This design comes from an exercise in tuning for small area, a short achievable clock period and few clock cycles per item on the open sky130 flow, not from production work. In this exercise RTL edits were held to simulation tests only and were not proved equivalent to the original.

==> flow/design.v <==
module cellstep_coef (
    input  wire        [7:0]  phase,
    output reg  signed [17:0] h0,
    output reg  signed [17:0] h1,
    output reg  signed [17:0] h2,
    output reg  signed [17:0] h3
);
    always @(*) begin
        case (phase)
        8'd0: begin h0 = 18'h00000; h1 = 18'h10000; h2 = 18'h00000; h3 = 18'h00000; end
        8'd1: begin h0 = 18'h3ffab; h1 = 18'h0ff80; h2 = 18'h00100; h3 = 18'h3ffd5; end
        8'd2: begin h0 = 18'h3ff57; h1 = 18'h0fefc; h2 = 18'h00202; h3 = 18'h3ffab; end
        8'd3: begin h0 = 18'h3ff04; h1 = 18'h0fe78; h2 = 18'h00304; h3 = 18'h3ff80; end
        8'd4: begin h0 = 18'h3feb3; h1 = 18'h0fdf0; h2 = 18'h00408; h3 = 18'h3ff55; end
        8'd5: begin h0 = 18'h3fe62; h1 = 18'h0fd67; h2 = 18'h0050c; h3 = 18'h3ff2b; end
        8'd6: begin h0 = 18'h3fe12; h1 = 18'h0fcdc; h2 = 18'h00612; h3 = 18'h3ff00; end
        8'd7: begin h0 = 18'h3fdc3; h1 = 18'h0fc4f; h2 = 18'h00718; h3 = 18'h3fed6; end
        8'd8: begin h0 = 18'h3fd75; h1 = 18'h0fbc1; h2 = 18'h0081f; h3 = 18'h3feab; end
        8'd9: begin h0 = 18'h3fd28; h1 = 18'h0fb31; h2 = 18'h00927; h3 = 18'h3fe80; end
        8'd10: begin h0 = 18'h3fcdc; h1 = 18'h0fa9e; h2 = 18'h00a30; h3 = 18'h3fe56; end
        8'd11: begin h0 = 18'h3fc91; h1 = 18'h0fa09; h2 = 18'h00b3a; h3 = 18'h3fe2c; end
        8'd12: begin h0 = 18'h3fc47; h1 = 18'h0f973; h2 = 18'h00c45; h3 = 18'h3fe01; end
        8'd13: begin h0 = 18'h3fbfe; h1 = 18'h0f8db; h2 = 18'h00d50; h3 = 18'h3fdd7; end
        8'd14: begin h0 = 18'h3fbb6; h1 = 18'h0f841; h2 = 18'h00e5d; h3 = 18'h3fdac; end
        8'd15: begin h0 = 18'h3fb6e; h1 = 18'h0f7a6; h2 = 18'h00f6a; h3 = 18'h3fd82; end
        8'd16: begin h0 = 18'h3fb28; h1 = 18'h0f708; h2 = 18'h01078; h3 = 18'h3fd58; end
        8'd17: begin h0 = 18'h3fae3; h1 = 18'h0f668; h2 = 18'h01187; h3 = 18'h3fd2e; end
        8'd18: begin h0 = 18'h3fa9e; h1 = 18'h0f5c7; h2 = 18'h01297; h3 = 18'h3fd04; end
        8'd19: begin h0 = 18'h3fa5b; h1 = 18'h0f524; h2 = 18'h013a7; h3 = 18'h3fcda; end
        8'd20: begin h0 = 18'h3fa18; h1 = 18'h0f480; h2 = 18'h014b8; h3 = 18'h3fcb0; end
        8'd21: begin h0 = 18'h3f9d6; h1 = 18'h0f3da; h2 = 18'h015ca; h3 = 18'h3fc86; end
        8'd22: begin h0 = 18'h3f996; h1 = 18'h0f331; h2 = 18'h016dd; h3 = 18'h3fc5c; end
        8'd23: begin h0 = 18'h3f956; h1 = 18'h0f286; h2 = 18'h017f1; h3 = 18'h3fc33; end
        8'd24: begin h0 = 18'h3f917; h1 = 18'h0f1db; h2 = 18'h01905; h3 = 18'h3fc09; end
        8'd25: begin h0 = 18'h3f8d9; h1 = 18'h0f12d; h2 = 18'h01a1a; h3 = 18'h3fbe0; end
        8'd26: begin h0 = 18'h3f89c; h1 = 18'h0f07e; h2 = 18'h01b30; h3 = 18'h3fbb6; end
        8'd27: begin h0 = 18'h3f860; h1 = 18'h0efcd; h2 = 18'h01c46; h3 = 18'h3fb8d; end
        8'd28: begin h0 = 18'h3f824; h1 = 18'h0ef1b; h2 = 18'h01d5d; h3 = 18'h3fb64; end
        8'd29: begin h0 = 18'h3f7ea; h1 = 18'h0ee66; h2 = 18'h01e75; h3 = 18'h3fb3b; end
        8'd30: begin h0 = 18'h3f7b0; h1 = 18'h0edb1; h2 = 18'h01f8d; h3 = 18'h3fb12; end
        8'd31: begin h0 = 18'h3f778; h1 = 18'h0ecf9; h2 = 18'h020a6; h3 = 18'h3fae9; end
        8'd32: begin h0 = 18'h3f740; h1 = 18'h0ec40; h2 = 18'h021c0; h3 = 18'h3fac0; end
        8'd33: begin h0 = 18'h3f709; h1 = 18'h0eb86; h2 = 18'h022da; h3 = 18'h3fa97; end
        8'd34: begin h0 = 18'h3f6d3; h1 = 18'h0eac9; h2 = 18'h023f5; h3 = 18'h3fa6f; end
        8'd35: begin h0 = 18'h3f69e; h1 = 18'h0ea0a; h2 = 18'h02511; h3 = 18'h3fa47; end
        8'd36: begin h0 = 18'h3f66a; h1 = 18'h0e94b; h2 = 18'h0262d; h3 = 18'h3fa1e; end
        8'd37: begin h0 = 18'h3f636; h1 = 18'h0e88a; h2 = 18'h0274a; h3 = 18'h3f9f6; end
        8'd38: begin h0 = 18'h3f604; h1 = 18'h0e7c7; h2 = 18'h02867; h3 = 18'h3f9ce; end
        8'd39: begin h0 = 18'h3f5d2; h1 = 18'h0e702; h2 = 18'h02985; h3 = 18'h3f9a7; end
        8'd40: begin h0 = 18'h3f5a1; h1 = 18'h0e63d; h2 = 18'h02aa3; h3 = 18'h3f97f; end
        8'd41: begin h0 = 18'h3f571; h1 = 18'h0e575; h2 = 18'h02bc2; h3 = 18'h3f958; end
        8'd42: begin h0 = 18'h3f542; h1 = 18'h0e4ad; h2 = 18'h02ce1; h3 = 18'h3f930; end
        8'd43: begin h0 = 18'h3f513; h1 = 18'h0e3e3; h2 = 18'h02e01; h3 = 18'h3f909; end
        8'd44: begin h0 = 18'h3f4e6; h1 = 18'h0e316; h2 = 18'h02f22; h3 = 18'h3f8e2; end
        8'd45: begin h0 = 18'h3f4b9; h1 = 18'h0e249; h2 = 18'h03043; h3 = 18'h3f8bb; end
        8'd46: begin h0 = 18'h3f48d; h1 = 18'h0e17a; h2 = 18'h03164; h3 = 18'h3f895; end
        8'd47: begin h0 = 18'h3f462; h1 = 18'h0e0aa; h2 = 18'h03286; h3 = 18'h3f86e; end
        8'd48: begin h0 = 18'h3f438; h1 = 18'h0dfd8; h2 = 18'h033a8; h3 = 18'h3f848; end
        8'd49: begin h0 = 18'h3f40f; h1 = 18'h0df04; h2 = 18'h034cb; h3 = 18'h3f822; end
        8'd50: begin h0 = 18'h3f3e6; h1 = 18'h0de30; h2 = 18'h035ee; h3 = 18'h3f7fc; end
        8'd51: begin h0 = 18'h3f3be; h1 = 18'h0dd5b; h2 = 18'h03711; h3 = 18'h3f7d6; end
        8'd52: begin h0 = 18'h3f397; h1 = 18'h0dc83; h2 = 18'h03835; h3 = 18'h3f7b1; end
        8'd53: begin h0 = 18'h3f371; h1 = 18'h0dba9; h2 = 18'h0395a; h3 = 18'h3f78c; end
        8'd54: begin h0 = 18'h3f34b; h1 = 18'h0dad0; h2 = 18'h03a7e; h3 = 18'h3f767; end
        8'd55: begin h0 = 18'h3f327; h1 = 18'h0d9f3; h2 = 18'h03ba4; h3 = 18'h3f742; end
        8'd56: begin h0 = 18'h3f303; h1 = 18'h0d917; h2 = 18'h03cc9; h3 = 18'h3f71d; end
        8'd57: begin h0 = 18'h3f2e0; h1 = 18'h0d838; h2 = 18'h03def; h3 = 18'h3f6f9; end
        8'd58: begin h0 = 18'h3f2be; h1 = 18'h0d759; h2 = 18'h03f15; h3 = 18'h3f6d4; end
        8'd59: begin h0 = 18'h3f29c; h1 = 18'h0d679; h2 = 18'h0403b; h3 = 18'h3f6b0; end
        8'd60: begin h0 = 18'h3f27b; h1 = 18'h0d596; h2 = 18'h04162; h3 = 18'h3f68d; end
        8'd61: begin h0 = 18'h3f25b; h1 = 18'h0d4b3; h2 = 18'h04289; h3 = 18'h3f669; end
        8'd62: begin h0 = 18'h3f23c; h1 = 18'h0d3cd; h2 = 18'h043b1; h3 = 18'h3f646; end
        8'd63: begin h0 = 18'h3f21e; h1 = 18'h0d2e7; h2 = 18'h044d8; h3 = 18'h3f623; end
        8'd64: begin h0 = 18'h3f200; h1 = 18'h0d200; h2 = 18'h04600; h3 = 18'h3f600; end
        8'd65: begin h0 = 18'h3f1e3; h1 = 18'h0d118; h2 = 18'h04728; h3 = 18'h3f5dd; end
        8'd66: begin h0 = 18'h3f1c7; h1 = 18'h0d02e; h2 = 18'h04850; h3 = 18'h3f5bb; end
        8'd67: begin h0 = 18'h3f1ab; h1 = 18'h0cf43; h2 = 18'h04979; h3 = 18'h3f599; end
        8'd68: begin h0 = 18'h3f191; h1 = 18'h0ce56; h2 = 18'h04aa2; h3 = 18'h3f577; end
        8'd69: begin h0 = 18'h3f177; h1 = 18'h0cd68; h2 = 18'h04bcb; h3 = 18'h3f556; end
        8'd70: begin h0 = 18'h3f15d; h1 = 18'h0cc7a; h2 = 18'h04cf4; h3 = 18'h3f535; end
        8'd71: begin h0 = 18'h3f145; h1 = 18'h0cb8a; h2 = 18'h04e1d; h3 = 18'h3f514; end
        8'd72: begin h0 = 18'h3f12d; h1 = 18'h0ca99; h2 = 18'h04f47; h3 = 18'h3f4f3; end
        8'd73: begin h0 = 18'h3f116; h1 = 18'h0c9a6; h2 = 18'h05071; h3 = 18'h3f4d3; end
        8'd74: begin h0 = 18'h3f100; h1 = 18'h0c8b3; h2 = 18'h0519b; h3 = 18'h3f4b2; end
        8'd75: begin h0 = 18'h3f0ea; h1 = 18'h0c7be; h2 = 18'h052c5; h3 = 18'h3f493; end
        8'd76: begin h0 = 18'h3f0d5; h1 = 18'h0c6c9; h2 = 18'h053ef; h3 = 18'h3f473; end
        8'd77: begin h0 = 18'h3f0c1; h1 = 18'h0c5d2; h2 = 18'h05519; h3 = 18'h3f454; end
        8'd78: begin h0 = 18'h3f0ad; h1 = 18'h0c4db; h2 = 18'h05643; h3 = 18'h3f435; end
        8'd79: begin h0 = 18'h3f09a; h1 = 18'h0c3e2; h2 = 18'h0576e; h3 = 18'h3f416; end
        8'd80: begin h0 = 18'h3f088; h1 = 18'h0c2e8; h2 = 18'h05898; h3 = 18'h3f3f8; end
        8'd81: begin h0 = 18'h3f077; h1 = 18'h0c1ec; h2 = 18'h059c3; h3 = 18'h3f3da; end
        8'd82: begin h0 = 18'h3f066; h1 = 18'h0c0f1; h2 = 18'h05aed; h3 = 18'h3f3bc; end
        8'd83: begin h0 = 18'h3f056; h1 = 18'h0bff3; h2 = 18'h05c18; h3 = 18'h3f39f; end
        8'd84: begin h0 = 18'h3f046; h1 = 18'h0bef6; h2 = 18'h05d42; h3 = 18'h3f382; end
        8'd85: begin h0 = 18'h3f037; h1 = 18'h0bdf7; h2 = 18'h05e6d; h3 = 18'h3f365; end
        8'd86: begin h0 = 18'h3f029; h1 = 18'h0bcf6; h2 = 18'h05f98; h3 = 18'h3f349; end
        8'd87: begin h0 = 18'h3f01c; h1 = 18'h0bbf5; h2 = 18'h060c2; h3 = 18'h3f32d; end
        8'd88: begin h0 = 18'h3f00f; h1 = 18'h0baf3; h2 = 18'h061ed; h3 = 18'h3f311; end
        8'd89: begin h0 = 18'h3f003; h1 = 18'h0b9ef; h2 = 18'h06318; h3 = 18'h3f2f6; end
        8'd90: begin h0 = 18'h3eff7; h1 = 18'h0b8ec; h2 = 18'h06442; h3 = 18'h3f2db; end
        8'd91: begin h0 = 18'h3efed; h1 = 18'h0b7e6; h2 = 18'h0656d; h3 = 18'h3f2c0; end
        8'd92: begin h0 = 18'h3efe2; h1 = 18'h0b6e1; h2 = 18'h06697; h3 = 18'h3f2a6; end
        8'd93: begin h0 = 18'h3efd9; h1 = 18'h0b5da; h2 = 18'h067c1; h3 = 18'h3f28c; end
        8'd94: begin h0 = 18'h3efd0; h1 = 18'h0b4d2; h2 = 18'h068ec; h3 = 18'h3f272; end
        8'd95: begin h0 = 18'h3efc8; h1 = 18'h0b3c9; h2 = 18'h06a16; h3 = 18'h3f259; end
        8'd96: begin h0 = 18'h3efc0; h1 = 18'h0b2c0; h2 = 18'h06b40; h3 = 18'h3f240; end
        8'd97: begin h0 = 18'h3efb9; h1 = 18'h0b1b5; h2 = 18'h06c6a; h3 = 18'h3f228; end
        8'd98: begin h0 = 18'h3efb3; h1 = 18'h0b0aa; h2 = 18'h06d94; h3 = 18'h3f20f; end
        8'd99: begin h0 = 18'h3efad; h1 = 18'h0af9e; h2 = 18'h06ebd; h3 = 18'h3f1f8; end
        8'd100: begin h0 = 18'h3efa8; h1 = 18'h0ae91; h2 = 18'h06fe7; h3 = 18'h3f1e0; end
        8'd101: begin h0 = 18'h3efa3; h1 = 18'h0ad84; h2 = 18'h07110; h3 = 18'h3f1c9; end
        8'd102: begin h0 = 18'h3ef9f; h1 = 18'h0ac75; h2 = 18'h07239; h3 = 18'h3f1b3; end
        8'd103: begin h0 = 18'h3ef9c; h1 = 18'h0ab65; h2 = 18'h07362; h3 = 18'h3f19d; end
        8'd104: begin h0 = 18'h3ef99; h1 = 18'h0aa55; h2 = 18'h0748b; h3 = 18'h3f187; end
        8'd105: begin h0 = 18'h3ef97; h1 = 18'h0a943; h2 = 18'h075b4; h3 = 18'h3f172; end
        8'd106: begin h0 = 18'h3ef95; h1 = 18'h0a832; h2 = 18'h076dc; h3 = 18'h3f15d; end
        8'd107: begin h0 = 18'h3ef94; h1 = 18'h0a720; h2 = 18'h07804; h3 = 18'h3f148; end
        8'd108: begin h0 = 18'h3ef94; h1 = 18'h0a60c; h2 = 18'h0792c; h3 = 18'h3f134; end
        8'd109: begin h0 = 18'h3ef94; h1 = 18'h0a4f9; h2 = 18'h07a53; h3 = 18'h3f120; end
        8'd110: begin h0 = 18'h3ef95; h1 = 18'h0a3e4; h2 = 18'h07b7a; h3 = 18'h3f10d; end
        8'd111: begin h0 = 18'h3ef96; h1 = 18'h0a2cf; h2 = 18'h07ca1; h3 = 18'h3f0fa; end
        8'd112: begin h0 = 18'h3ef98; h1 = 18'h0a1b8; h2 = 18'h07dc8; h3 = 18'h3f0e8; end
        8'd113: begin h0 = 18'h3ef9a; h1 = 18'h0a0a2; h2 = 18'h07eee; h3 = 18'h3f0d6; end
        8'd114: begin h0 = 18'h3ef9d; h1 = 18'h09f8a; h2 = 18'h08014; h3 = 18'h3f0c5; end
        8'd115: begin h0 = 18'h3efa1; h1 = 18'h09e72; h2 = 18'h0813a; h3 = 18'h3f0b3; end
        8'd116: begin h0 = 18'h3efa5; h1 = 18'h09d59; h2 = 18'h0825f; h3 = 18'h3f0a3; end
        8'd117: begin h0 = 18'h3efaa; h1 = 18'h09c3f; h2 = 18'h08384; h3 = 18'h3f093; end
        8'd118: begin h0 = 18'h3efaf; h1 = 18'h09b25; h2 = 18'h084a9; h3 = 18'h3f083; end
        8'd119: begin h0 = 18'h3efb5; h1 = 18'h09a0a; h2 = 18'h085cd; h3 = 18'h3f074; end
        8'd120: begin h0 = 18'h3efbb; h1 = 18'h098ef; h2 = 18'h086f1; h3 = 18'h3f065; end
        8'd121: begin h0 = 18'h3efc2; h1 = 18'h097d3; h2 = 18'h08814; h3 = 18'h3f057; end
        8'd122: begin h0 = 18'h3efc9; h1 = 18'h096b7; h2 = 18'h08937; h3 = 18'h3f049; end
        8'd123: begin h0 = 18'h3efd1; h1 = 18'h09599; h2 = 18'h08a5a; h3 = 18'h3f03c; end
        8'd124: begin h0 = 18'h3efd9; h1 = 18'h0947c; h2 = 18'h08b7c; h3 = 18'h3f02f; end
        8'd125: begin h0 = 18'h3efe2; h1 = 18'h0935e; h2 = 18'h08c9e; h3 = 18'h3f022; end
        8'd126: begin h0 = 18'h3efec; h1 = 18'h0923f; h2 = 18'h08dbf; h3 = 18'h3f016; end
        8'd127: begin h0 = 18'h3eff6; h1 = 18'h0911f; h2 = 18'h08ee0; h3 = 18'h3f00b; end
        8'd128: begin h0 = 18'h3f000; h1 = 18'h09000; h2 = 18'h09000; h3 = 18'h3f000; end
        8'd129: begin h0 = 18'h3f00b; h1 = 18'h08ee0; h2 = 18'h0911f; h3 = 18'h3eff6; end
        8'd130: begin h0 = 18'h3f016; h1 = 18'h08dbf; h2 = 18'h0923f; h3 = 18'h3efec; end
        8'd131: begin h0 = 18'h3f022; h1 = 18'h08c9e; h2 = 18'h0935e; h3 = 18'h3efe2; end
        8'd132: begin h0 = 18'h3f02f; h1 = 18'h08b7c; h2 = 18'h0947c; h3 = 18'h3efd9; end
        8'd133: begin h0 = 18'h3f03c; h1 = 18'h08a5a; h2 = 18'h09599; h3 = 18'h3efd1; end
        8'd134: begin h0 = 18'h3f049; h1 = 18'h08937; h2 = 18'h096b7; h3 = 18'h3efc9; end
        8'd135: begin h0 = 18'h3f057; h1 = 18'h08814; h2 = 18'h097d3; h3 = 18'h3efc2; end
        8'd136: begin h0 = 18'h3f065; h1 = 18'h086f1; h2 = 18'h098ef; h3 = 18'h3efbb; end
        8'd137: begin h0 = 18'h3f074; h1 = 18'h085cd; h2 = 18'h09a0a; h3 = 18'h3efb5; end
        8'd138: begin h0 = 18'h3f083; h1 = 18'h084a9; h2 = 18'h09b25; h3 = 18'h3efaf; end
        8'd139: begin h0 = 18'h3f093; h1 = 18'h08384; h2 = 18'h09c3f; h3 = 18'h3efaa; end
        8'd140: begin h0 = 18'h3f0a3; h1 = 18'h0825f; h2 = 18'h09d59; h3 = 18'h3efa5; end
        8'd141: begin h0 = 18'h3f0b3; h1 = 18'h0813a; h2 = 18'h09e72; h3 = 18'h3efa1; end
        8'd142: begin h0 = 18'h3f0c5; h1 = 18'h08014; h2 = 18'h09f8a; h3 = 18'h3ef9d; end
        8'd143: begin h0 = 18'h3f0d6; h1 = 18'h07eee; h2 = 18'h0a0a2; h3 = 18'h3ef9a; end
        8'd144: begin h0 = 18'h3f0e8; h1 = 18'h07dc8; h2 = 18'h0a1b8; h3 = 18'h3ef98; end
        8'd145: begin h0 = 18'h3f0fa; h1 = 18'h07ca1; h2 = 18'h0a2cf; h3 = 18'h3ef96; end
        8'd146: begin h0 = 18'h3f10d; h1 = 18'h07b7a; h2 = 18'h0a3e4; h3 = 18'h3ef95; end
        8'd147: begin h0 = 18'h3f120; h1 = 18'h07a53; h2 = 18'h0a4f9; h3 = 18'h3ef94; end
        8'd148: begin h0 = 18'h3f134; h1 = 18'h0792c; h2 = 18'h0a60c; h3 = 18'h3ef94; end
        8'd149: begin h0 = 18'h3f148; h1 = 18'h07804; h2 = 18'h0a720; h3 = 18'h3ef94; end
        8'd150: begin h0 = 18'h3f15d; h1 = 18'h076dc; h2 = 18'h0a832; h3 = 18'h3ef95; end
        8'd151: begin h0 = 18'h3f172; h1 = 18'h075b4; h2 = 18'h0a943; h3 = 18'h3ef97; end
        8'd152: begin h0 = 18'h3f187; h1 = 18'h0748b; h2 = 18'h0aa55; h3 = 18'h3ef99; end
        8'd153: begin h0 = 18'h3f19d; h1 = 18'h07362; h2 = 18'h0ab65; h3 = 18'h3ef9c; end
        8'd154: begin h0 = 18'h3f1b3; h1 = 18'h07239; h2 = 18'h0ac75; h3 = 18'h3ef9f; end
        8'd155: begin h0 = 18'h3f1c9; h1 = 18'h07110; h2 = 18'h0ad84; h3 = 18'h3efa3; end
        8'd156: begin h0 = 18'h3f1e0; h1 = 18'h06fe7; h2 = 18'h0ae91; h3 = 18'h3efa8; end
        8'd157: begin h0 = 18'h3f1f8; h1 = 18'h06ebd; h2 = 18'h0af9e; h3 = 18'h3efad; end
        8'd158: begin h0 = 18'h3f20f; h1 = 18'h06d94; h2 = 18'h0b0aa; h3 = 18'h3efb3; end
        8'd159: begin h0 = 18'h3f228; h1 = 18'h06c6a; h2 = 18'h0b1b5; h3 = 18'h3efb9; end
        8'd160: begin h0 = 18'h3f240; h1 = 18'h06b40; h2 = 18'h0b2c0; h3 = 18'h3efc0; end
        8'd161: begin h0 = 18'h3f259; h1 = 18'h06a16; h2 = 18'h0b3c9; h3 = 18'h3efc8; end
        8'd162: begin h0 = 18'h3f272; h1 = 18'h068ec; h2 = 18'h0b4d2; h3 = 18'h3efd0; end
        8'd163: begin h0 = 18'h3f28c; h1 = 18'h067c1; h2 = 18'h0b5da; h3 = 18'h3efd9; end
        8'd164: begin h0 = 18'h3f2a6; h1 = 18'h06697; h2 = 18'h0b6e1; h3 = 18'h3efe2; end
        8'd165: begin h0 = 18'h3f2c0; h1 = 18'h0656d; h2 = 18'h0b7e6; h3 = 18'h3efed; end
        8'd166: begin h0 = 18'h3f2db; h1 = 18'h06442; h2 = 18'h0b8ec; h3 = 18'h3eff7; end
        8'd167: begin h0 = 18'h3f2f6; h1 = 18'h06318; h2 = 18'h0b9ef; h3 = 18'h3f003; end
        8'd168: begin h0 = 18'h3f311; h1 = 18'h061ed; h2 = 18'h0baf3; h3 = 18'h3f00f; end
        8'd169: begin h0 = 18'h3f32d; h1 = 18'h060c2; h2 = 18'h0bbf5; h3 = 18'h3f01c; end
        8'd170: begin h0 = 18'h3f349; h1 = 18'h05f98; h2 = 18'h0bcf6; h3 = 18'h3f029; end
        8'd171: begin h0 = 18'h3f365; h1 = 18'h05e6d; h2 = 18'h0bdf7; h3 = 18'h3f037; end
        8'd172: begin h0 = 18'h3f382; h1 = 18'h05d42; h2 = 18'h0bef6; h3 = 18'h3f046; end
        8'd173: begin h0 = 18'h3f39f; h1 = 18'h05c18; h2 = 18'h0bff3; h3 = 18'h3f056; end
        8'd174: begin h0 = 18'h3f3bc; h1 = 18'h05aed; h2 = 18'h0c0f1; h3 = 18'h3f066; end
        8'd175: begin h0 = 18'h3f3da; h1 = 18'h059c3; h2 = 18'h0c1ec; h3 = 18'h3f077; end
        8'd176: begin h0 = 18'h3f3f8; h1 = 18'h05898; h2 = 18'h0c2e8; h3 = 18'h3f088; end
        8'd177: begin h0 = 18'h3f416; h1 = 18'h0576e; h2 = 18'h0c3e2; h3 = 18'h3f09a; end
        8'd178: begin h0 = 18'h3f435; h1 = 18'h05643; h2 = 18'h0c4db; h3 = 18'h3f0ad; end
        8'd179: begin h0 = 18'h3f454; h1 = 18'h05519; h2 = 18'h0c5d2; h3 = 18'h3f0c1; end
        8'd180: begin h0 = 18'h3f473; h1 = 18'h053ef; h2 = 18'h0c6c9; h3 = 18'h3f0d5; end
        8'd181: begin h0 = 18'h3f493; h1 = 18'h052c5; h2 = 18'h0c7be; h3 = 18'h3f0ea; end
        8'd182: begin h0 = 18'h3f4b2; h1 = 18'h0519b; h2 = 18'h0c8b3; h3 = 18'h3f100; end
        8'd183: begin h0 = 18'h3f4d3; h1 = 18'h05071; h2 = 18'h0c9a6; h3 = 18'h3f116; end
        8'd184: begin h0 = 18'h3f4f3; h1 = 18'h04f47; h2 = 18'h0ca99; h3 = 18'h3f12d; end
        8'd185: begin h0 = 18'h3f514; h1 = 18'h04e1d; h2 = 18'h0cb8a; h3 = 18'h3f145; end
        8'd186: begin h0 = 18'h3f535; h1 = 18'h04cf4; h2 = 18'h0cc7a; h3 = 18'h3f15d; end
        8'd187: begin h0 = 18'h3f556; h1 = 18'h04bcb; h2 = 18'h0cd68; h3 = 18'h3f177; end
        8'd188: begin h0 = 18'h3f577; h1 = 18'h04aa2; h2 = 18'h0ce56; h3 = 18'h3f191; end
        8'd189: begin h0 = 18'h3f599; h1 = 18'h04979; h2 = 18'h0cf43; h3 = 18'h3f1ab; end
        8'd190: begin h0 = 18'h3f5bb; h1 = 18'h04850; h2 = 18'h0d02e; h3 = 18'h3f1c7; end
        8'd191: begin h0 = 18'h3f5dd; h1 = 18'h04728; h2 = 18'h0d118; h3 = 18'h3f1e3; end
        8'd192: begin h0 = 18'h3f600; h1 = 18'h04600; h2 = 18'h0d200; h3 = 18'h3f200; end
        8'd193: begin h0 = 18'h3f623; h1 = 18'h044d8; h2 = 18'h0d2e7; h3 = 18'h3f21e; end
        8'd194: begin h0 = 18'h3f646; h1 = 18'h043b1; h2 = 18'h0d3cd; h3 = 18'h3f23c; end
        8'd195: begin h0 = 18'h3f669; h1 = 18'h04289; h2 = 18'h0d4b3; h3 = 18'h3f25b; end
        8'd196: begin h0 = 18'h3f68d; h1 = 18'h04162; h2 = 18'h0d596; h3 = 18'h3f27b; end
        8'd197: begin h0 = 18'h3f6b0; h1 = 18'h0403b; h2 = 18'h0d679; h3 = 18'h3f29c; end
        8'd198: begin h0 = 18'h3f6d4; h1 = 18'h03f15; h2 = 18'h0d759; h3 = 18'h3f2be; end
        8'd199: begin h0 = 18'h3f6f9; h1 = 18'h03def; h2 = 18'h0d838; h3 = 18'h3f2e0; end
        8'd200: begin h0 = 18'h3f71d; h1 = 18'h03cc9; h2 = 18'h0d917; h3 = 18'h3f303; end
        8'd201: begin h0 = 18'h3f742; h1 = 18'h03ba4; h2 = 18'h0d9f3; h3 = 18'h3f327; end
        8'd202: begin h0 = 18'h3f767; h1 = 18'h03a7e; h2 = 18'h0dad0; h3 = 18'h3f34b; end
        8'd203: begin h0 = 18'h3f78c; h1 = 18'h0395a; h2 = 18'h0dba9; h3 = 18'h3f371; end
        8'd204: begin h0 = 18'h3f7b1; h1 = 18'h03835; h2 = 18'h0dc83; h3 = 18'h3f397; end
        8'd205: begin h0 = 18'h3f7d6; h1 = 18'h03711; h2 = 18'h0dd5b; h3 = 18'h3f3be; end
        8'd206: begin h0 = 18'h3f7fc; h1 = 18'h035ee; h2 = 18'h0de30; h3 = 18'h3f3e6; end
        8'd207: begin h0 = 18'h3f822; h1 = 18'h034cb; h2 = 18'h0df04; h3 = 18'h3f40f; end
        8'd208: begin h0 = 18'h3f848; h1 = 18'h033a8; h2 = 18'h0dfd8; h3 = 18'h3f438; end
        8'd209: begin h0 = 18'h3f86e; h1 = 18'h03286; h2 = 18'h0e0aa; h3 = 18'h3f462; end
        8'd210: begin h0 = 18'h3f895; h1 = 18'h03164; h2 = 18'h0e17a; h3 = 18'h3f48d; end
        8'd211: begin h0 = 18'h3f8bb; h1 = 18'h03043; h2 = 18'h0e249; h3 = 18'h3f4b9; end
        8'd212: begin h0 = 18'h3f8e2; h1 = 18'h02f22; h2 = 18'h0e316; h3 = 18'h3f4e6; end
        8'd213: begin h0 = 18'h3f909; h1 = 18'h02e01; h2 = 18'h0e3e3; h3 = 18'h3f513; end
        8'd214: begin h0 = 18'h3f930; h1 = 18'h02ce1; h2 = 18'h0e4ad; h3 = 18'h3f542; end
        8'd215: begin h0 = 18'h3f958; h1 = 18'h02bc2; h2 = 18'h0e575; h3 = 18'h3f571; end
        8'd216: begin h0 = 18'h3f97f; h1 = 18'h02aa3; h2 = 18'h0e63d; h3 = 18'h3f5a1; end
        8'd217: begin h0 = 18'h3f9a7; h1 = 18'h02985; h2 = 18'h0e702; h3 = 18'h3f5d2; end
        8'd218: begin h0 = 18'h3f9ce; h1 = 18'h02867; h2 = 18'h0e7c7; h3 = 18'h3f604; end
        8'd219: begin h0 = 18'h3f9f6; h1 = 18'h0274a; h2 = 18'h0e88a; h3 = 18'h3f636; end
        8'd220: begin h0 = 18'h3fa1e; h1 = 18'h0262d; h2 = 18'h0e94b; h3 = 18'h3f66a; end
        8'd221: begin h0 = 18'h3fa47; h1 = 18'h02511; h2 = 18'h0ea0a; h3 = 18'h3f69e; end
        8'd222: begin h0 = 18'h3fa6f; h1 = 18'h023f5; h2 = 18'h0eac9; h3 = 18'h3f6d3; end
        8'd223: begin h0 = 18'h3fa97; h1 = 18'h022da; h2 = 18'h0eb86; h3 = 18'h3f709; end
        8'd224: begin h0 = 18'h3fac0; h1 = 18'h021c0; h2 = 18'h0ec40; h3 = 18'h3f740; end
        8'd225: begin h0 = 18'h3fae9; h1 = 18'h020a6; h2 = 18'h0ecf9; h3 = 18'h3f778; end
        8'd226: begin h0 = 18'h3fb12; h1 = 18'h01f8d; h2 = 18'h0edb1; h3 = 18'h3f7b0; end
        8'd227: begin h0 = 18'h3fb3b; h1 = 18'h01e75; h2 = 18'h0ee66; h3 = 18'h3f7ea; end
        8'd228: begin h0 = 18'h3fb64; h1 = 18'h01d5d; h2 = 18'h0ef1b; h3 = 18'h3f824; end
        8'd229: begin h0 = 18'h3fb8d; h1 = 18'h01c46; h2 = 18'h0efcd; h3 = 18'h3f860; end
        8'd230: begin h0 = 18'h3fbb6; h1 = 18'h01b30; h2 = 18'h0f07e; h3 = 18'h3f89c; end
        8'd231: begin h0 = 18'h3fbe0; h1 = 18'h01a1a; h2 = 18'h0f12d; h3 = 18'h3f8d9; end
        8'd232: begin h0 = 18'h3fc09; h1 = 18'h01905; h2 = 18'h0f1db; h3 = 18'h3f917; end
        8'd233: begin h0 = 18'h3fc33; h1 = 18'h017f1; h2 = 18'h0f286; h3 = 18'h3f956; end
        8'd234: begin h0 = 18'h3fc5c; h1 = 18'h016dd; h2 = 18'h0f331; h3 = 18'h3f996; end
        8'd235: begin h0 = 18'h3fc86; h1 = 18'h015ca; h2 = 18'h0f3da; h3 = 18'h3f9d6; end
        8'd236: begin h0 = 18'h3fcb0; h1 = 18'h014b8; h2 = 18'h0f480; h3 = 18'h3fa18; end
        8'd237: begin h0 = 18'h3fcda; h1 = 18'h013a7; h2 = 18'h0f524; h3 = 18'h3fa5b; end
        8'd238: begin h0 = 18'h3fd04; h1 = 18'h01297; h2 = 18'h0f5c7; h3 = 18'h3fa9e; end
        8'd239: begin h0 = 18'h3fd2e; h1 = 18'h01187; h2 = 18'h0f668; h3 = 18'h3fae3; end
        8'd240: begin h0 = 18'h3fd58; h1 = 18'h01078; h2 = 18'h0f708; h3 = 18'h3fb28; end
        8'd241: begin h0 = 18'h3fd82; h1 = 18'h00f6a; h2 = 18'h0f7a6; h3 = 18'h3fb6e; end
        8'd242: begin h0 = 18'h3fdac; h1 = 18'h00e5d; h2 = 18'h0f841; h3 = 18'h3fbb6; end
        8'd243: begin h0 = 18'h3fdd7; h1 = 18'h00d50; h2 = 18'h0f8db; h3 = 18'h3fbfe; end
        8'd244: begin h0 = 18'h3fe01; h1 = 18'h00c45; h2 = 18'h0f973; h3 = 18'h3fc47; end
        8'd245: begin h0 = 18'h3fe2c; h1 = 18'h00b3a; h2 = 18'h0fa09; h3 = 18'h3fc91; end
        8'd246: begin h0 = 18'h3fe56; h1 = 18'h00a30; h2 = 18'h0fa9e; h3 = 18'h3fcdc; end
        8'd247: begin h0 = 18'h3fe80; h1 = 18'h00927; h2 = 18'h0fb31; h3 = 18'h3fd28; end
        8'd248: begin h0 = 18'h3feab; h1 = 18'h0081f; h2 = 18'h0fbc1; h3 = 18'h3fd75; end
        8'd249: begin h0 = 18'h3fed6; h1 = 18'h00718; h2 = 18'h0fc4f; h3 = 18'h3fdc3; end
        8'd250: begin h0 = 18'h3ff00; h1 = 18'h00612; h2 = 18'h0fcdc; h3 = 18'h3fe12; end
        8'd251: begin h0 = 18'h3ff2b; h1 = 18'h0050c; h2 = 18'h0fd67; h3 = 18'h3fe62; end
        8'd252: begin h0 = 18'h3ff55; h1 = 18'h00408; h2 = 18'h0fdf0; h3 = 18'h3feb3; end
        8'd253: begin h0 = 18'h3ff80; h1 = 18'h00304; h2 = 18'h0fe78; h3 = 18'h3ff04; end
        8'd254: begin h0 = 18'h3ffab; h1 = 18'h00202; h2 = 18'h0fefc; h3 = 18'h3ff57; end
        8'd255: begin h0 = 18'h3ffd5; h1 = 18'h00100; h2 = 18'h0ff80; h3 = 18'h3ffab; end
        default: begin h0 = 18'h00000; h1 = 18'h10000; h2 = 18'h00000; h3 = 18'h00000; end
        endcase
    end
endmodule
module cellstep_div (
    input  wire               clk,
    input  wire               start,
    input  wire signed [32:0] dividend,
    input  wire        [15:0] divisor,
    output wire               busy,
    output wire signed [31:0] quotient
);
    reg [31:0] q;         
    reg [16:0] r;         
    reg [15:0] d;         
    reg        neg;
    reg [5:0]  count;
    wire [16:0] r_shift = {r[15:0], q[31]};
    wire [17:0] r_sub   = {1'b0, r_shift} - {2'b00, d};
    wire        fits    = ~r_sub[17];
    always @(posedge clk) begin
        if (start) begin
            neg   <= dividend[32];
            q     <= dividend[32] ? -dividend[31:0] : dividend[31:0];
            r     <= 17'd0;
            d     <= divisor;
            count <= 6'd32;
        end else if (count != 6'd0) begin
            r     <= fits ? r_sub[16:0] : r_shift;
            q     <= {q[30:0], fits};
            count <= count - 6'd1;
        end
    end
    assign busy     = (count != 6'd0);
    assign quotient = neg ? -q : q;
endmodule
module cellstep (
    input  wire        clk,
    input  wire        rst,
    input  wire        in_valid,
    output wire        in_ready,
    input  wire        rec_valid,
    input  wire        rec_pend,
    input  wire        rec_out,
    input  wire        hold,
    input  wire [31:0] dcur,
    input  wire [31:0] dstep,
    input  wire [31:0] gcur,
    input  wire [31:0] gstep,
    input  wire [15:0] nrem,
    input  wire [15:0] plen,
    input  wire [31:0] td,
    input  wire [31:0] tg,
    input  wire [31:0] x_m1,      
    input  wire [31:0] x_0,       
    input  wire [31:0] x_p1,      
    input  wire [31:0] x_p2,      
    output wire        out_valid,
    input  wire        out_ready,
    output wire        o_valid,
    output wire        o_pend,
    output wire [31:0] o_dcur,
    output wire [31:0] o_dstep,
    output wire [31:0] o_gcur,
    output wire [31:0] o_gstep,
    output wire [15:0] o_nrem,
    output wire [47:0] contrib
);
    localparam [15:0] OUT_RAMP = 16'd480;
    localparam [2:0] S_IDLE = 3'd0,
                     S_DIV  = 3'd1,
                     S_MUL1 = 3'd2,
                     S_MUL2 = 3'd3,
                     S_DONE = 3'd4;
    reg  [2:0]  state;
    reg         r_valid, r_pend, r_out, r_hold;
    reg  [31:0] r_dcur, r_dstep, r_gcur, r_gstep;
    reg  [15:0] r_nrem, r_plen;
    reg  signed [31:0] r_x0, r_x1, r_x2, r_x3;
    reg  signed [33:0] r_y;
    reg  signed [47:0] r_contrib;
    wire [15:0] ramp_n = r_out ? OUT_RAMP : r_plen;
    wire        div_start = (state == S_IDLE) && in_valid;
    wire        ddiv_busy, gdiv_busy;
    wire signed [31:0] dq, gq;
    wire [15:0] in_n = rec_out ? OUT_RAMP : plen;
    wire signed [32:0] in_ddiff = $signed({1'b0, td}) - $signed({1'b0, dcur});
    wire signed [32:0] in_gdiff = $signed({tg[31], tg}) - $signed({gcur[31], gcur});
    cellstep_div u_ddiv (
        .clk(clk), .start(div_start), .dividend(in_ddiff), .divisor(in_n),
        .busy(ddiv_busy), .quotient(dq));
    cellstep_div u_gdiv (
        .clk(clk), .start(div_start), .dividend(in_gdiff), .divisor(in_n),
        .busy(gdiv_busy), .quotient(gq));
    wire [11:0] k     = r_dcur[31:20];
    wire [7:0]  phase = r_dcur[19:12];
    wire signed [17:0] h0, h1, h2, h3;
    cellstep_coef u_coef (.phase(phase), .h0(h0), .h1(h1), .h2(h2), .h3(h3));
    wire signed [31:0] xa = (k == 12'd0) ? r_x1 : r_x0;
    wire signed [51:0] acc = xa   * h0 + r_x1 * h1
                           + r_x2 * h2 + r_x3 * h3;
    wire signed [33:0] y   = acc[49:16];           
    wire signed [65:0] prod = r_y * $signed(r_gcur);
    wire signed [37:0] c31  = prod[65:28];          
    always @(posedge clk) begin
        if (rst) begin
            state <= S_IDLE;
        end else begin
            case (state)
            S_IDLE:
                if (in_valid) begin
                    r_valid <= rec_valid;
                    r_pend  <= rec_pend;
                    r_out   <= rec_out;
                    r_hold  <= hold;
                    r_dcur  <= dcur;
                    r_dstep <= dstep;
                    r_gcur  <= gcur;
                    r_gstep <= gstep;
                    r_nrem  <= nrem;
                    r_plen  <= plen;
                    r_x0    <= x_m1;
                    r_x1    <= x_0;
                    r_x2    <= x_p1;
                    r_x3    <= x_p2;
                    state   <= (rec_valid && rec_pend) ? S_DIV : S_MUL1;
                end
            S_DIV:
                if (!ddiv_busy && !gdiv_busy) begin
                    r_dstep <= (r_out || r_hold) ? 32'd0 : dq;
                    r_gstep <= gq;
                    r_nrem  <= ramp_n;
                    r_pend  <= 1'b0;
                    state   <= S_MUL1;
                end
            S_MUL1: begin
                if (r_valid && r_hold)
                    r_dstep <= 32'd0;                   
                r_y   <= y;
                state <= S_MUL2;
            end
            S_MUL2: begin
                if (r_valid) begin
                    r_contrib <= {{10{c31[37]}}, c31};
                    if (r_nrem != 16'd0) begin
                        r_dcur <= r_dcur + r_dstep;
                        r_gcur <= r_gcur + r_gstep;
                        r_nrem <= r_nrem - 16'd1;
                        if (r_nrem == 16'd1 && r_out)
                            r_valid <= 1'b0;           
                    end
                end else begin
                    r_contrib <= 48'd0;
                end
                state <= S_DONE;
            end
            S_DONE:
                if (out_ready)
                    state <= S_IDLE;
            default:
                state <= S_IDLE;
            endcase
        end
    end
    assign in_ready  = (state == S_IDLE);
    assign out_valid = (state == S_DONE);
    assign o_valid   = r_valid;
    assign o_pend    = r_pend;
    assign o_dcur    = r_dcur;
    assign o_dstep   = r_dstep;
    assign o_gcur    = r_gcur;
    assign o_gstep   = r_gstep;
    assign o_nrem    = r_nrem;
    assign contrib   = r_contrib;
endmodule
==> flow/run.sh <==
#!/bin/bash
# synth_recipe.tcl (not shown) runs the flow's synth.tcl, then flattens the netlist and writes it again
# the make line also repeats each setting of config.mk as NAME=value (left out here)
make -C /OpenROAD-flow-scripts/flow DESIGN_CONFIG=/design/flow/config.mk WORK_HOME=/design/flow/orfs CLKGATE_MAP_FILE= SYNTH_SCRIPT=/design/flow/synth_recipe.tcl finish
==> flow/config.mk <==
export PLATFORM = sky130hd
export DESIGN_NAME = cellstep
export DESIGN_NICKNAME = cellstep
export VERILOG_FILES = /design/flow/design.v
export SDC_FILE = /design/flow/constraint.sdc
export NUM_CORES = 4
export LEC_CHECK = 0
export CAP_MARGIN = 20
export CORE_MARGIN = 2
export CORE_UTILIZATION = 40
export SLEW_MARGIN = 20
export SYNTH_MEMORY_MAX_BITS = 32768
==> flow/constraint.sdc <==
create_clock -name core_clock -period 12.0 [get_ports {clk}]
set_input_delay 2.4000 -clock core_clock [delete_from_list [all_inputs] [get_ports {clk}]]
set_output_delay 2.4000 -clock core_clock [all_outputs]
set_load 0.01 [all_outputs]
==> impl_table.tex <==
\begin{tabular}{lr}
\hline
Metric & Value \\
\hline
\multicolumn{2}{l}{\textbf{Run status}} \\
Run status & no timing/DRC/antenna violations \\
\multicolumn{2}{l}{\textbf{Detailed routing}} \\
DRC viols & 0 \\
Routed WL per cell & 27.38 um \\
Aggregate routed wire length & approximately 600,000 um \\
Drt via density & 5.517 \\
First-pass iteration count of the detailed router & 6 \\
Routed vias & 122,717 \\
Final ANT Viol Nets & 0 \\
Number of violations reported at the end of detailed-routing iteration 0 & 11,612 \\
\multicolumn{2}{l}{\textbf{Floorplan}} \\
Core ar. & approximately 0.38 mm\^{}2 \\
Die Footprint & 0.3872 mm\^{}2 \\
Die height & between 600 and 700 um \\
Number of placement rows & $\sim$230 \\
Initial core utilization & around 40\% \\
Horizontal die dimension & between 600 and 700 um \\
Top-level port count & around 560 \\
\multicolumn{2}{l}{\textbf{GRT}} \\
Global-route wire length before repair & $\sim$890,000 um \\
Global routing usage summed across all routing layers & approximately a third \\
Antenna violations before repair & between 90 and 100 \\
Aggregate global routing overflow & 0 \\
Vias in the first global route & approximately 130k \\
Pin count of the biggest net entering global routing & approximately 110 \\
\multicolumn{2}{l}{\textbf{Logic synthesis}} \\
Simple logic cell fraction of the synthesized area & around 15\% \\
Largest family of logic cells by synthesized area & adder cells \\
Instance count of the mapped netlist & between 15,000 and 20,000 \\
Mapped Avg Cell Area & about 9.0 um\^{}2 \\
Adder-Cell Fraction of Synth Area & roughly 52\% \\
Share of flip-flops with an asynchronous set or reset & 0\% \\
Post-synthesis share of cell area spent on xor and xnor gates & 2.263\% \\
Number of synthesized register bits & between 500 and 600 \\
Mux contribution to synthesized area & less than 1\% \\
Post-Synthesis Cell Area & 0.1529 mm\^{}2 \\
Sequential-to-total area share from yosys stat & 10.16\% \\
Synthesis Warnings & 3 \\
Number of distinct standard cells referenced by the synthesized netlist & 110 \\
Fraction of the mapped netlist area in compound gates & 8.482\% \\
Count of flip-flops with a built-in enable after synthesis & $\sim$450 \\
Post-Synthesis Net Count & roughly 22,000 \\
Most common flop cell mapped by yosys & edfxtp\_1 \\
\multicolumn{2}{l}{\textbf{Worst setup path}} \\
Cell type with the highest occurrence count on the critical path & fa\_1 \\
Largest fanout of any net on the critical path & 26 \\
Worst Setup Start Kind & register \\
Type of the worst setup path & register to register \\
Data required time of the critical path & between 10,000 and 15,000 ps \\
Arrival time reported for the critical path endpoint & roughly 12,000 ps \\
Worst Setup End Kind & register \\
Worst reg2reg path endpoint & r\_y[31]\$\_DFFE\_PP\_ \\
Critical register-to-register path startpoint & r\_dcur[24]\$\_DFFE\_PP\_ \\
Reg2reg setup slack & roughly 410 ps \\
Critical Path Max Stage Delay & about 700 ps \\
Cells on worst reg2reg path & 33 \\
Slowest cell on crit path & nor4\_1 \\
\multicolumn{2}{l}{\textbf{Finish}} \\
Share of cells above drive strength 1 & 4.528\% \\
Most frequent cells in the layout & 3,880 x inv\_1, 3,483 x fa\_1, 2,395 x nand2\_1, 1,197 x and2\_1, 755 x ha\_1 \\
Most common cell after layout, fill and taps aside & inv\_1 \\
Area Growth Syn to Fin & 9.868\% \\
Net count of the finished layout & 21,703 \\
Final cell count without fillers & $\sim$22,000 \\
\multicolumn{2}{l}{\textbf{Timing}} \\
Period Utilization, post-route & between 90\% and 100\% \\
Final critical delay including setup and external delays & 11,590 ps \\
Endpoints failing setup & 0 \\
Maximum clock frequency & about 86 MHz \\
Setup repair after global routing missed its margin & false \\
Number of hold violations in the final report & 0 \\
Setup Skew & between 100 and 150 ps \\
Setup\_tns & 0 ps \\
Worst max-slew margin expressed relative to the limit & a little over 7\% \\
Slew Viols, Final & 0 \\
Tightest Pin Transition & about 1400 ps \\
\multicolumn{2}{l}{\textbf{Hold path}} \\
Hold crit path type & register to register \\
Instance count along the most critical hold path & 2 \\
Hold Crit Start & u\_gdiv.count[2]\$\_SDFFE\_PP0P\_ \\
Terminating pin of the worst hold path & u\_gdiv.count[2]\$\_SDFFE\_PP0P\_ \\
\multicolumn{2}{l}{\textbf{Clock tree}} \\
Number of buffers between clock root and the deepest sink & 4 \\
CTS tree & yes \\
Cells resized by post-CTS repair & 0 \\
CTS Hold Buffers Added & 0 \\
Clk Latency, worst-skew pair & roughly 900 ps \\
Cell chosen for the clock root & clkbuf\_16 \\
Clock sink count & approximately 550 \\
Number of H-tree branching levels & 3 \\
Number of CTS-inserted buffers & 83 \\
Clock transition time at the flip-flop clock pins of the worst setup and hold paths & 60 ps \\
\multicolumn{2}{l}{\textbf{Flow run}} \\
Number of max-cap violations & 0 \\
\multicolumn{2}{l}{\textbf{Place}} \\
Placer's final routability congestion estimate & about 1.1 \\
Count of input and output buffers & 555 \\
Placed Instances & about 22,000 \\
DPL Wire Length & roughly 500,000 um \\
\hline
\end{tabular}
==> Yosys cell counts (59+ instances only) <==
cell | n | area, um^2
nand2_1 | 2397 | 8997
a31oi_1 | 93 | 581.8
ha_1 | 761 | 9522
nand2b_1 | 94 | 588.1
nor3_1 | 143 | 715.7
a21oi_1 | 515 | 2577
fa_1 | 3483 | 69730
dfxtp_1 | 107 | 2142
o31ai_1 | 59 | 442.9
edfxtp_1 | 446 | 13390
nor2_1 | 550 | 2064
buf_1 | 63 | 236.5
xor2_1 | 174 | 1524
a211oi_1 | 75 | 563.0
o211ai_1 | 86 | 645.6
nand3_1 | 143 | 715.7
clkbuf_1 | 757 | 2841
and2_1 | 1197 | 7488
inv_1 | 3883 | 14580
o21ai_0 | 562 | 2813
xnor2_1 | 221 | 1936
buf_2 | 95 | 475.5
a21o_1 | 94 | 705.7
==> worst max-delay path by stage <==
stage | startpoint | to | slack, ps | cells past startpoint
detailed placement | r_dcur[24]$_DFFE_PP_ | r_y[31]$_DFFE_PP_ | 480 | 33
floorplan | in_valid | h1[9]$_DFF_P_ | 1520 | 19
CTS | r_dcur[24]$_DFFE_PP_ | r_y[31]$_DFFE_PP_ | 390 | 33
global route | r_dcur[28]$_DFFE_PP_ | r_y[31]$_DFFE_PP_ | 30 | 33
global placement | r_dcur[24]$_DFFE_PP_ | r_y[31]$_DFFE_PP_ | 600 | 33
finish | r_dcur[24]$_DFFE_PP_ | r_y[31]$_DFFE_PP_ | 410 | 33
==> flip-flops by register name, indices dropped and copies added (netlist names), 17 cells and up <==
| register | cells |
|---|---|
| h1 | 17 |
| r_contrib | 38 |
| r_dcur | 32 |
| r_dstep | 32 |
| r_gcur | 32 |
| r_gstep | 32 |
| r_x0 | 32 |
| r_x1 | 32 |
| r_x2 | 32 |
| r_x3 | 32 |
| r_y | 34 |
| u_ddiv.q | 32 |
| u_gdiv.q | 32 |
==> critical path, delay by kind of cell, from the launching register on <==
| kind | cells | cell delay (ps) |
|---|---|---|
| compound gates | 10 | 2450 |
| buf+inv | 7 | 1080 |
| fa+ha+maj | 11 | 5190 |
| simple gates | 4 | 1540 |
| mux | 1 | 460 |
| flops | 1 | 410 |
==> metal layers <==
layer  up-vias  part of all wire [%]  track usage (%)
met1     63877                    41            42.62
met2      5816                    43            47.42
met5         -                 0.093           0.1852
met4        54                   5.4            14.31
li1      51642                     -                -
met3      1328                    10            8.535
==> through the flow <==
step	setup slack [ps]	hold slack (ps)	area, um^2	utilization (%)
4_1_cts	387.8	491.7	167800	43.99
3_3_place_gp	596.2	474.0	165000	43.26
5_1_grt	25.32	513.1	167900	44.01
3_5_place_dp	476.6	477.2	165100	43.27
2_1_floorplan	1521	450.1	152900	-
6_report	410.2	484.2	168000	44.04
==> what timing repair did <==
item | in CTS | in global routing
setup buffers | 0 | 0
endpoints found under the setup margin | 0 | 1
endpoints found under the hold margin | 0 | 0
==> final cells by class <==
cell class                      count  area, um^2
Clock buffer                       96        2188
Antenna cell                       45       112.6
Timing Repair Buffer             1019        9141
Inverter                         3890       14610
Multi-Input combinational cell  11552      119500
Clock inverter                     50       573.1
Fill cell                       37469      213500
Sequential cell                   553       15550
Tap cell                         5038        6304
==> cells by family after synthesis <==
logic type	Yosys count
buf+inv	4815
simple gates	4791
xor+xnor	395
fa+ha+maj	4246
mux	92
flops	553
compound gates	2028
Testbench counts, summed over its fixed seeds: cycles 28,638, items 4,800.

==> what the ideal ports hide <==
No port has a modelled driver above. Below, the same layout with a new extraction and two added sets of constraints.
Step 1: set_driving_cell puts a clkbuf_16 on clk and a buf_2 on each other input, an assumption about the parent block.
Step 2 moves the port delays by t, midway between the first and last clock arrival at a register: inputs arrive t later, outputs are due t later. That takes back most of the time a late clock gives input paths.
a / b / c = ideal ports / drivers / drivers and shift; a / b = the first two.
shift t [ns]: 0.972
setup WS [ns]: 0.410 / 0.410 / 0.410
worst setup path at the end: register to register
worst data-port slew with drivers (ns): 0.31
After both steps this run still meets setup and hold. For this run, drivers alone change the setup slack by 0.000 ns; drivers and shift together by 0.000 ns.
